This is an optimization exercise on Yosys and OpenROAD, whose aim is small area, a short achievable clock period and few clock cycles per item, not a production implementation.
Only simulation tests tie the RTL to the original design; equivalence was not proved.
Power figures rest on the tool's default switching activity, not on a simulated workload.

==> flow/design.v (outline; a module is shown in full before it is edited, if it fits) <==
// module qe_imu: 1798 lines
module qe_imu (
    input  wire        clk,
    input  wire        rst,
    input  wire        in_valid,
    output wire        in_ready,
    input  wire [5:0]  in_fn,
    input  wire [31:0] in_a,
    input  wire [31:0] in_b,
    output reg         out_valid,
    output reg  [31:0] out_res,
    output reg         out_pred,
    output reg         out_illegal
);
  // ...
==> flow/run.sh <==
#!/bin/bash
# synth_recipe.tcl (not shown) runs the flow's synth.tcl, then flattens the netlist and writes it again
# the make line also repeats each setting of config.mk as NAME=value (left out here)
make -C /OpenROAD-flow-scripts/flow DESIGN_CONFIG=/design/flow/config.mk WORK_HOME=/design/flow/orfs CLKGATE_MAP_FILE= SYNTH_SCRIPT=/design/flow/synth_recipe.tcl finish
==> flow/config.mk <==
export PLATFORM = sky130hd
export DESIGN_NAME = qe_imu
export DESIGN_NICKNAME = qe_imu
export VERILOG_FILES = /design/flow/design.v
export SDC_FILE = /design/flow/constraint.sdc
export NUM_CORES = 4
export LEC_CHECK = 0
export ABC_CLOCK_PERIOD_IN_PS = 3500
export CAP_MARGIN = 20
export CORE_MARGIN = 2
export CORE_UTILIZATION = 55
export SLEW_MARGIN = 20
==> flow/constraint.sdc <==
create_clock -name core_clock -period 13.0 [get_ports {clk}]
set_input_delay 2.6000 -clock core_clock [delete_from_list [all_inputs] [get_ports {clk}]]
set_output_delay 2.6000 -clock core_clock [all_outputs]
set_load 0.01 [all_outputs]
==> metrics.cfg, run 1 <==
[status]
status = complete, no violations

[pwr]
p_switching_w = 0.00624
vdd_ir_drop_max_mv = 0.200
seqPwrFrac_pct = 16.1
seq-power_w = 0.00199
p_per_area_nw_per_um2 = 218

[synthesis]
synth_seq_area_share_pct = 18.5
ys_ff_latch = 436
synth_simple_gate_area_share_pct = 9.45
syn_area_sq_um = 52800
synth_edf_count = 105
netlist.area_leader.share_pct = 17.6
synth_compound_area_share_pct = 22.3
synth_fa_ha_area_share_pct = 25.1

[global_routing]
grt_pass1_vias = 48000
grt_pass1_wl_microns = 326000

[hold_path]
min_to = out_pred
min-delay-start = pred1

[floorplanning]
nWellTaps = 1265
ioPinCount = 109
die_w_microns = 314
die_h_microns = 314
rows = 113

[worst_setup_path]
rr_startpoint = dr[0]
crit_type = reg -> reg
cpMostUsedCell = o21ai_0
worst-path-max-fanout = 58
crit_path_end_kind = register
crit_arrival_ns = 8.76
cp-endpoint = dr[15]

[placement]
dpl_cell_area_sq_um = 54800
io_buffer_count = 108
dpl.cell_count = 7073

[sta]
tightest_slew_ns = 1.07
slew_headroom_pct = 28.3
layout_setup_ws_ns = 4.64

[layout]
antenna_cells = 8
design_area_sq_um = 56600
largest_register = mr
largest_reg_flops = 186
final_nets = 6714
final_cell_mix = 738 x xnor2_1, 523 x a22oi_1, 494 x inv_1
utilization_pct = 59.6
bufAreaShareNonClock_pct = 3.83

[clock_network]
cts-root-buf = clkbuf_16

Testbench counts, summed over its fixed seeds: cycles 14,538, items 12,000.
==> run 2, diff against run 1 <==
--- a/flow/config.mk
+++ b/flow/config.mk
@@ -6,7 +6,6 @@
 export NUM_CORES = 4
 export LEC_CHECK = 0
-export ABC_CLOCK_PERIOD_IN_PS = 3500
 export CAP_MARGIN = 20
 export CORE_MARGIN = 2
-export CORE_UTILIZATION = 55
+export CORE_UTILIZATION = 40
 export SLEW_MARGIN = 20
==> run 2 against run 1 <==
Compared with the run above: register-to-register slack worse by 0.79 ns; combinational power down 2%; sequential share of layout area down 0.24 points; count of clock-buffer cells in the layout down 3; first-iteration DRC count down 9.5%; setup slack worse by 0.79 ns; area after synthesis unchanged; die area up 37%; sequential power about the same.
==> metrics.cfg, run 2 <==
[clock_network]
numClockSinks = 436
cts.htree.levels = 2
numCtsBuffers = 54
cts_tree = built
cts_resized = 0
clk_path_buf_depth = 3
cts-root-buf = clkbuf_16
cts_hold_buf = 0
clk_pin_slew_worst_paths_ns = 0.07
clock_latency_ns = 0.73
post_cts_buffers = 0

[floorplanning]
ioPinCount = 109  ; unchanged
initial_core_util_pct = 40.2
die_h_microns = 367  ; +17%
die_area_sq_um = 135000
rows = 133  ; +18%
fp.coreArea_sq_um = 131000
die_w_microns = 367  ; +17%

[pwr]
seqPwrFrac_pct = 16.3  ; +0.2 points
p_per_area_nw_per_um2 = 214  ; -1.7%
p_clk_share_pct = 13.5
vdd_ir_drop_max_mv = 0.195  ; -2.5%
power_frac_comb_pct = 70.3
leakage_nw = 23.1
p_switching_w = 0.00623  ; -0.17%
power.internal_w = 0.00606
sw_frac_of_total_pct = 50.7

[worst_setup_path]
crit_type = reg -> reg
crit_arrival_ns = 9.59  ; +0.83 ns
required_ns = 13.44
crit_slowest_cell = a2111oi_0
crit_start = dr[0]
worst-path-max-fanout = 41  ; -29%
rr_startpoint = dr[0]
start_kind = register
cpMostUsedCell = o21ai_0
crit_path_end_kind = register
critPathMaxStageDelay_ns = 0.72

[layout]
drive_above_1_share_pct = 6.72
top_regs = mr (186), dd (34)
final_common_cell = xnor2_1
final_cell_mix = 738 x xnor2_1, 523 x a22oi_1, 494 x inv_1
final_nets = 6728  ; +0.21%
largest_reg_flops = 186  ; unchanged
area_growth_pct = 8.81
largest_register = mr

[hold_path]
hold_class = reg -> reg
min-delay-start = v1

[synthesis]
synth_edf_count = 105  ; unchanged
avgSynthCellArea_sq_um = 8.69
synth.distinct_cells = 85
yosysWarnings = 2
synth_common_cells = 740 x xnor2_1, 523 x a22oi_1, 496 x inv_1
syn_area_sq_um = 52800  ; unchanged
synth_flop_cell = dfxtp_1
synth_fp_nets = 6927
netlist.area_leader.share_pct = 17.6  ; unchanged
yosysTopAreaCell = fa_1
synth_cells = 6075
async_flop_share_pct = 0
ys_ff_latch = 436  ; unchanged
synth_most_common_cell = xnor2_1
synth_seq_area_share_pct = 18.5  ; unchanged
synth.area.top_cells = fa_1 18%, dfxtp_1 13%, xnor2_1 12%

[global_routing]
grt_usage_pct = 33.0
grt_pass1_wl_microns = 329000  ; +1.1%
antenna_found_initial = 14
grt_max_degree = 74
grt_pass1_vias = 47400  ; -1.2%
gr-total-overflow = 0

[sta]
fin_crit_ns = 9.15
tns_ns = 0
slew_headroom_pct = 24.6  ; -3.6 points
final-max-slew-violation-count = 0
holdWs_ns = 0.469
setup_viol = 0
fin_crit_sh_pct = 70.4
finClkSkew_ns = 0.0898
rsz0062_at_grt = false
fmax_ghz = 0.109
layout_setup_ws_ns = 3.85  ; -0.791 ns
tightest_slew_ns = 1.12  ; +0.0542 ns
hold_violations = 0

[status]
status = complete, no violations

[drt]
routed_via_density = 6.35
dr.pass1.iters = 7
final_antenna_net_count = 0
drc_errors = 0
wl_microns = 229000
wl_per_cell_microns = 29.9
via_count = 48800
dr.first_iter.drc_count = 6594

[placement]
gp_congestion = 1.04
io_buffer_count = 108  ; unchanged
dp_hpwl_microns = 158000
pre_cts_slack_ns = 4.05

[job]
max_cap_viol_count = 0

==> run 2: cell types whose count changed in the layout (fill, tap and decap cells not counted), sizes merged, moves of 3 or more <==
cell | previous run | this run
diode | 8 | 3
clkinv | 26 | 29
bufinv | 2 | 6
buf | 145 | 157
clkbuf | 72 | 69
==> run 2: per-stage QoR <==
stage | total power (W) | util [%] | cells | area [sq um]
floorplan | 0.00764 | - | 6075 | 52800
global placement | 0.0104 | 42.3 | 7575 | 55500
detailed placement | 0.0105 | 42.3 | 7575 | 55500
CTS | 0.0122 | 43.7 | 7676 | 57400
global route | 0.0132 | 43.7 | 7676 | 57400
finish | 0.0123 | 43.7 | 7679 | 57400
==> run 2: metal layers <==
metal	up-vias	global-route usage, %	wire length, microns
li1	20800	-	-
met1	23800	43.5	91600
met2	3397	48.3	94400
met3	778	10.5	29600
met4	12	16.6	13800
met5	-	0	80
==> run 2: area by class of cell <==
cell class	count	area (sq um)
fill	12900	73900
multi-input combinational	4601	39300
sequential	436	9840
timing repair buffer	265	2260
tap	1755	2200
inverter	518	1940
clock buffer	69	1510
clock inverter	32	407
antenna	3	7.51
==> run 2: final timing paths <==
| kind | slack [ns] | endpoint | cells past startpoint |
|---|---|---|---|
| setup reg to reg | 3.85 | dr[15] | 32 |
| setup / recovery | 3.85 | dr[15] | 32 |
| hold reg to reg | 0.47 | out_valid | 2 |
| hold / removal | 0.47 | out_valid | 2 |
==> run 2: power groups by stage <==
| stage | registers, W | clock network [W] | logic (W) |
|---|---|---|---|
| finish | 0.00200 | 0.00165 | 0.00864 |
| global route | 0.00202 | 0.00172 | 0.00949 |
| CTS | 0.00200 | 0.00167 | 0.00850 |
| detailed placement | 0.00203 | 0 | 0.00845 |
| global placement | 0.00202 | 0 | 0.00837 |
| floorplan | 0.00197 | 0 | 0.00567 |
==> run 2: kinds of logic after synthesis <==
logic type / count (synthesis) / synth area share (%)
compound gates: 1731 / 22.3
simple gates: 1086 / 9.45
buf+inv: 1038 / 7.49
xor+xnor: 803 / 13.3
fa+ha+maj: 779 / 25.1
flops: 436 / 18.5
mux: 201 / 3.88
other cells: 1 / 0.00710
==> run 2: critical path, delay by kind of cell (launching register included) <==
family	cells	cell delay, ns
DFF	1	0.38
AOI/OAI and AO/OA	22	5.71
buffers and inverters	3	0.80
adders and majority gates	3	0.94
and+or+nand+nor	4	1.00

separate check: timing with driven ports:
No port has a modelled driver above. Below, the same layouts with a new extraction and two added sets of constraints. Step 1, drivers: a clkbuf_16 drives clk and a buf_2 each remaining input, both assumed. Step 2, shift: input delay + t, output delay - t, t = (earliest + latest rising clock arrival at the registers) / 2. This alone moves slack from input paths to output paths. Slacks: ideal / step 1 / step 2; pairs: ideal / step 1.
run	shift t [ns]	setup WS [ns]	hold WS [ns]
run 1	0.744	4.641 / 4.641 / 4.641	0.425 / 0.425 / 0.425
run 2	0.773	3.850 / 3.850 / 3.850	0.469 / 0.469 / 0.469
After both steps every run listed still meets setup and hold.
